This is an optimization exercise on Yosys and OpenROAD, whose aim is small area, a short achievable clock period and few clock cycles, not a production implementation. Function was checked by simulation only, so behaviour that the tests miss may differ from the original.

`flow/run.sh`:
```
#!/bin/bash
# synth_recipe.tcl (not shown) runs the flow's synth.tcl, then flattens the netlist and writes it again
# the make line also repeats each setting of config.mk as NAME=value (left out here)
make -C /OpenROAD-flow-scripts/flow DESIGN_CONFIG=/design/flow/config.mk WORK_HOME=/design/flow/orfs CLKGATE_MAP_FILE= SYNTH_SCRIPT=/design/flow/synth_recipe.tcl finish
```
`flow/config.mk`:
```
export PLATFORM = sky130hd
export DESIGN_NAME = slv_mvblk
export DESIGN_NICKNAME = slv_mvblk
export VERILOG_FILES = /design/flow/design.v
export SDC_FILE = /design/flow/constraint.sdc
export NUM_CORES = 4
export LEC_CHECK = 0
export CAP_MARGIN = 20
export CORE_MARGIN = 2
export CORE_UTILIZATION = 40
export SLEW_MARGIN = 20
```
`flow/constraint.sdc`:
```
create_clock -name core_clock -period 18.0 [get_ports {clk}]
set_input_delay 3.6000 -clock core_clock [delete_from_list [all_inputs] [get_ports {clk}]]
set_output_delay 3.6000 -clock core_clock [all_outputs]
set_load 0.01 [all_outputs]
```
`flow/design.v`:
```
module slv_mvblk (
    input  wire        clk,
    input  wire        rst,
    input  wire        in_valid,
    output wire        in_ready,
    input  wire [31:0] in_data,
    output reg         out_valid,
    input  wire        out_ready,
    output reg  [31:0] out_data,
    output reg         out_sat,
    output reg         out_last
);
    localparam [8:0] FRAME_LAST = 9'd272;
    localparam signed [81:0] ACC_MAX = {3'b000, {79{1'b1}}};
    localparam signed [81:0] ACC_MIN = -ACC_MAX;
    localparam signed [143:0] Q_MAX  = 144'sd1 <<< 80;
    localparam signed [143:0] Q_MIN  = -Q_MAX;
    function [31:0] fix_mant;
        input [31:0] m;
        fix_mant = (m == 32'h8000_0000) ? 32'h8000_0001 : m;
    endfunction
    wire adv  = !out_valid || out_ready;
    wire take = in_valid && adv;
    assign in_ready = adv;
    reg [8:0] widx;
    always @(posedge clk) begin
        if (rst)
            widx <= 9'd0;
        else if (take)
            widx <= (widx == FRAME_LAST) ? 9'd0 : widx + 9'd1;
    end
    reg        v0;
    reg [31:0] d0;
    reg [8:0]  i0;
    always @(posedge clk) begin
        if (rst)
            v0 <= 1'b0;
        else if (adv)
            v0 <= take;
        if (adv) begin
            d0 <= in_data;
            i0 <= widx;
        end
    end
    wire       hdr0 = (i0 == 9'd0);
    wire       xw0  = (i0 >= 9'd1) && (i0 <= 9'd16);
    wire       aw0  = (i0 >= 9'd17);
    wire [8:0] xoff = i0 - 9'd1;
    wire [8:0] aoff = i0 - 9'd17;
    wire [3:0] col0 = aoff[3:0];
    wire [3:0] row0 = aoff[7:4];
    reg signed [9:0] s_reg;         
    reg [31:0]       xv [0:15];
    always @(posedge clk) begin
        if (adv && v0 && hdr0)
            s_reg <= $signed({{2{d0[7]}}, d0[7:0]}) + $signed({{2{d0[15]}}, d0[15:8]})
                   - $signed({{2{d0[23]}}, d0[23:16]});
        if (adv && v0 && xw0)
            xv[xoff[3:0]] <= fix_mant(d0);
    end
    reg               v1;
    reg signed [63:0] p1;
    reg signed [9:0]  s1;
    reg               first1, last1, flast1;
    wire [31:0]       a0 = fix_mant(d0);
    always @(posedge clk) begin
        if (rst)
            v1 <= 1'b0;
        else if (adv)
            v1 <= v0 && aw0;
        if (adv) begin
            p1     <= $signed(a0) * $signed(xv[col0]);
            s1     <= s_reg;
            first1 <= (col0 == 4'd0);
            last1  <= (col0 == 4'd15);
            flast1 <= (col0 == 4'd15) && (row0 == 4'd15);
        end
    end
    reg signed [143:0] q_wide;
    reg signed [81:0]  q;
    reg        [62:0]  p_mag;
    reg        [63:0]  r_mag;
    reg        [6:0]   lsh;
    reg        [5:0]   rsh;
    wire signed [63:0] p_neg = -p1;
    wire signed [9:0]  s_neg = -s1;
    always @(*) begin
        q_wide = 144'sd0;
        r_mag  = 64'd0;
        p_mag  = p1[63] ? p_neg[62:0] : p1[62:0];
        lsh    = 7'd0;
        rsh    = 6'd0;
        if (!s1[9]) begin
            lsh    = (s1 > 10'sd81) ? 7'd81 : s1[6:0];
            q_wide = {{80{p1[63]}}, p1} <<< lsh;
            if (q_wide > Q_MAX)
                q = Q_MAX[81:0];
            else if (q_wide < Q_MIN)
                q = Q_MIN[81:0];
            else
                q = q_wide[81:0];
        end else if (s1 < -10'sd62) begin
            q = 82'sd0;
        end else begin
            rsh   = s_neg[5:0];
            r_mag = ({1'b0, p_mag} + (64'd1 << (rsh - 6'd1))) >> rsh;
            q     = p1[63] ? -$signed({18'd0, r_mag}) : $signed({18'd0, r_mag});
        end
    end
    reg signed [79:0] acc;
    reg               acc_sat;
    reg               v2, flast2;
    wire signed [81:0] acc_in  = first1 ? 82'sd0 : {{2{acc[79]}}, acc};
    wire signed [81:0] sum     = acc_in + q;
    wire               sum_hi  = sum > ACC_MAX;
    wire               sum_lo  = sum < ACC_MIN;
    wire signed [81:0] sum_sat = sum_hi ? ACC_MAX : (sum_lo ? ACC_MIN : sum);
    always @(posedge clk) begin
        if (rst)
            v2 <= 1'b0;
        else if (adv)
            v2 <= v1 && last1;
        if (adv) begin
            flast2 <= flast1;
            if (v1) begin
                acc     <= sum_sat[79:0];
                acc_sat <= (first1 ? 1'b0 : acc_sat) | sum_hi | sum_lo;
            end
        end
    end
    wire [79:0] acc_mag = acc[79] ? -acc : acc;
    wire [79:0] rnd_mag = (acc_mag + 80'd1073741824) >> 31;
    wire        rnd_ovf = rnd_mag > 80'd2147483647;
    wire [31:0] rnd_lim = rnd_ovf ? 32'h7FFF_FFFF : rnd_mag[31:0];
    wire [31:0] rnd_val = acc[79] ? -rnd_lim : rnd_lim;
    always @(posedge clk) begin
        if (rst)
            out_valid <= 1'b0;
        else if (adv)
            out_valid <= v2;
        if (adv && v2) begin
            out_data <= rnd_val;
            out_sat  <= acc_sat | rnd_ovf;
            out_last <= flast2;
        end
    end
endmodule
```
==> tab_implementation.tex <==
\begin{tabular}{lr}
\hline
Metric & Value \\
\hline
\multicolumn{2}{l}{\textbf{Run status}} \\
Outcome & finished clean \\
\multicolumn{2}{l}{\textbf{Synthesis}} \\
Mean Syn Cell Area & slightly above 9 sq um \\
Seq cells post-synth & 769 \\
Total number of yosys warnings & 1 \\
Fraction of registers with async set or reset after synthesis & 0\% \\
Number of enable flip-flop cells after synthesis & about 760 \\
Synth Flop Type & edfxtp\_1 \\
Part of the Yosys area used for sequential elements & between 20\% and 30\% \\
Netlist area before placement & about 98000 sq um \\
Synth Net Count & 12046 \\
Most area-consuming cells after synthesis & edfxtp\_1, fa\_1, nand2\_1, inv\_1, ha\_1 \\
Distinct cells, synth & 109 \\
Post-synth top area share & 23.2\% \\
Largest area contributor in the synthesized netlist & edfxtp\_1 \\
Cells after Synth & 10563 \\
\multicolumn{2}{l}{\textbf{Clocking}} \\
Max Root-Sink Buffers & 3 \\
Number of gates given a new drive strength after cts & 0 \\
Clock root buffer & clkbuf\_16 \\
Clock sink total & 769 \\
Clock tree from TritonCTS & yes \\
Clock-pin slew on the worst setup and hold paths & 70 ps \\
Count of hold buffers inserted by post-cts repair & 0 \\
Post-CTS Repair Setup Buffers & 0 \\
Inserted Clock Buffers & 86 \\
Clk\_lat worst skew & roughly 750 ps \\
Number of levels in the clock H-tree & 3 \\
\multicolumn{2}{l}{\textbf{Layout}} \\
Share of post-route cells with drive strength above 1 & between 7 and 8\% \\
Area growth from synthesis to layout & 7.17\% \\
Highest-count cells in the layout ignoring fill and taps & nand2\_1, inv\_1, fa\_1, edfxtp\_1, nor2\_1 \\
Most common cell after layout, fill and taps aside & nand2\_1 \\
Cell Count, Final, Fillers Out & 13521 \\
Flip-flop count of the largest register after layout & 512 \\
Fin nets & roughly 12000 \\
\multicolumn{2}{l}{\textbf{Timing}} \\
Fmax achieved & $\sim$58 MHz \\
Pins Over Slew Limit & 0 \\
Max\_slew headroom & 18.3\% \\
Total setup violations reported at the end of the flow & 0 \\
Max Clock Skew & 78.7 ps \\
Post-layout minimum cycle time & $\sim$17000 ps \\
Transition time at the pin with the least slew margin & 1230 ps \\
RSZ-0062 raised after global routing & false \\
Final total negative setup slack & 0 ps \\
Hold violation count in the final report & 0 \\
Portion of the clock cycle consumed by the worst path in the final layout & 95.9\% \\
\multicolumn{2}{l}{\textbf{Floorplanning}} \\
Placement row count & 181 \\
Die height & 499 microns \\
Die area & roughly 250000 sq um \\
Placeable Area & between 200000 and 250000 sq um \\
Die boundary width & 499 microns \\
Initial Util & 40.2\% \\
Count of boundary I/O pins & 72 \\
\multicolumn{2}{l}{\textbf{Worst setup path}} \\
CP Launch Type & flop \\
Delay contributed by the slowest stage of the critical path & approximately 740 ps \\
Crit. End Element & flop \\
Data arrival time of the critical path & 17700 ps \\
Cell family contributing the most delay on the critical path & simple AND/OR/NAND/NOR gates \\
Crit Path Category & reg2reg \\
Maximum fanout along the worst path & 33 \\
CP max stage cell & o32ai\_1 \\
CP required & 18440 ps \\
Critical path depth & 48 \\
Number of buffer and inverter stages on the critical path & 1 \\
Register-to-Register Path Depth & 48 \\
\multicolumn{2}{l}{\textbf{Global routing}} \\
Vias in the first global route & approximately 85000 \\
Pin count of the biggest net entering global routing & 188 \\
GR Util All Layers & 30.3\% \\
GRT overflow & 0 \\
Wire length of the first global-routing pass & about 570 mm \\
Initial antenna violation count & 13 \\
\multicolumn{2}{l}{\textbf{Route}} \\
Number of DRC violations after detailed routing & 0 \\
Highest layer used for signal routing & met5 \\
Number of DRC markers in iteration 0 & just under 9000 \\
Total detailed-routing wirelength & 383 mm \\
Post-route met1 wirelength & 155 mm \\
Initial DRT Pass Iterations & 6 \\
Detail Route met3 WL & 29.2 mm \\
Via Count & between 80000 and 90000 \\
Met2 Wirelength & 178 mm \\
Remaining antenna violation count & 0 \\
Post-detailed-route via-to-cell ratio & 6.19 \\
Wire length per cell after detailed routing & 28.3 microns \\
\multicolumn{2}{l}{\textbf{Min path}} \\
Worst Hold Path Cells & 0 \\
Min-Delay Path Class & reg2reg \\
\multicolumn{2}{l}{\textbf{Placed design}} \\
Port Buffers & 71 \\
Half-perimeter wire length after detailed placement & 294 mm \\
Post-Place Cells & $\sim$13000 \\
Routability cong. & 1.03 \\
\multicolumn{2}{l}{\textbf{Job}} \\
Maximum Capacitance Violations & 0 \\
\hline
\end{tabular}
==> cell families (layout without fill, tap and decap cells) <==
kind of cell | after synthesis | after routing | synth area share [%]
simple gates | 3293 | 3293 | 16.2
compound gates | 2295 | 2295 | 15.8
buf+inv | 1966 | 1714 | 7.59
fa+ha+maj | 1447 | 1447 | 26.9
flops | 769 | 769 | 23.5
xor+xnor | 413 | 413 | 3.71
mux | 380 | 380 | 6.35
other cells | 0 | 8 | 0
==> per-stage QoR <==
| stage | cell area [sq um] | util [%] | hold WS, ps | setup WS (ps) |
|---|---|---|---|---|
| detailed placement | 102000 | 42.0 | 407 | 587 |
| global route | 105000 | 43.1 | 418 | 17.8 |
| global placement | 102000 | 41.9 | 407 | 716 |
| finish | 105000 | 43.1 | 407 | 740 |
| floorplan | 97900 | - | 400 | 3500 |
| CTS | 105000 | 43.1 | 410 | 512 |
==> path summary, 6_finish.rpt <==
check,slack (ps),startpoint,to
setup / recovery,740,p1[6],acc[40]
hold / removal,410,s_reg[4],s1[4]
setup reg to reg,740,p1[6],acc[40]
hold reg to reg,410,s_reg[4],s1[4]
==> routing by layer <==
layer | global-route usage (%) | vias to the layer above
li1 | - | 36192
met5 | 0 | -
met2 | 48.9 | 4030
met1 | 39.6 | 42537
met3 | 4.75 | 923
met4 | 15.0 | 4
==> area by class of cell <==
| cell class | count | area, sq um |
|---|---|---|
| clock buffer | 105 | 2240 |
| inverter | 1236 | 4640 |
| tap | 3202 | 4010 |
| fill | 23718 | 138000 |
| sequential | 769 | 23000 |
| clock inverter | 53 | 561 |
| antenna | 8 | 20.0 |
| multi-input combinational | 7828 | 67800 |
| timing repair buffer | 320 | 2660 |
==> synth_stat cells, types with 50 or more instances <==
cell type  instances
a2111oi_0         86
o21a_1            57
a311oi_1          58
nor2_1           549
nand2b_1          73
buf_1             70
clkbuf_1         642
nor3_1           173
a21o_1           135
or2_2             50
and2_1           314
nand4_1          125
nor2b_1          162
a211oi_1         136
and3_1            57
edfxtp_1         756
xor2_1           126
o211ai_1          69
nand3_1          204
o22ai_1           93
mux4_2           189
a31oi_1          124
inv_1           1231
ha_1             355
o31ai_1           72
xnor2_1          286
or3_1             70
a21oi_1          435
nand2_1         1301
fa_1            1092
mux2i_1          152
o21ai_0          488
nor4_1            67
Testbench counts, summed over its fixed seeds: cycles 52,448.

[what the ideal ports hide]
The results above use ideal ports. As a check the final layout listed here was re-extracted and re-timed, cells and wires unchanged.
Step 1 (the two cells are an assumption about what drives the block):
set clk [get_ports {clk}]
set_driving_cell -lib_cell sky130_fd_sc_hd__clkbuf_16 $clk
set_driving_cell -lib_cell sky130_fd_sc_hd__buf_2 [delete_from_list [all_inputs] $clk]
Step 2 times the ports against the registers' clock, not the clock port: input delays grow and output delays shrink by t, the midpoint of the rising clock arrivals with the driver on.
Three values: no drivers, after step 1, after step 2; two values: the first two.
shift t [ns]: 0.811
slack for setup (ns): 0.740 / 0.740 / 0.740
worst register clock-pin slew, ns: 0.09 / 0.09
After both steps setup and hold are still met in this run. For this run, drivers alone change the setup slack by 0.000 ns; drivers and shift together by 0.000 ns.
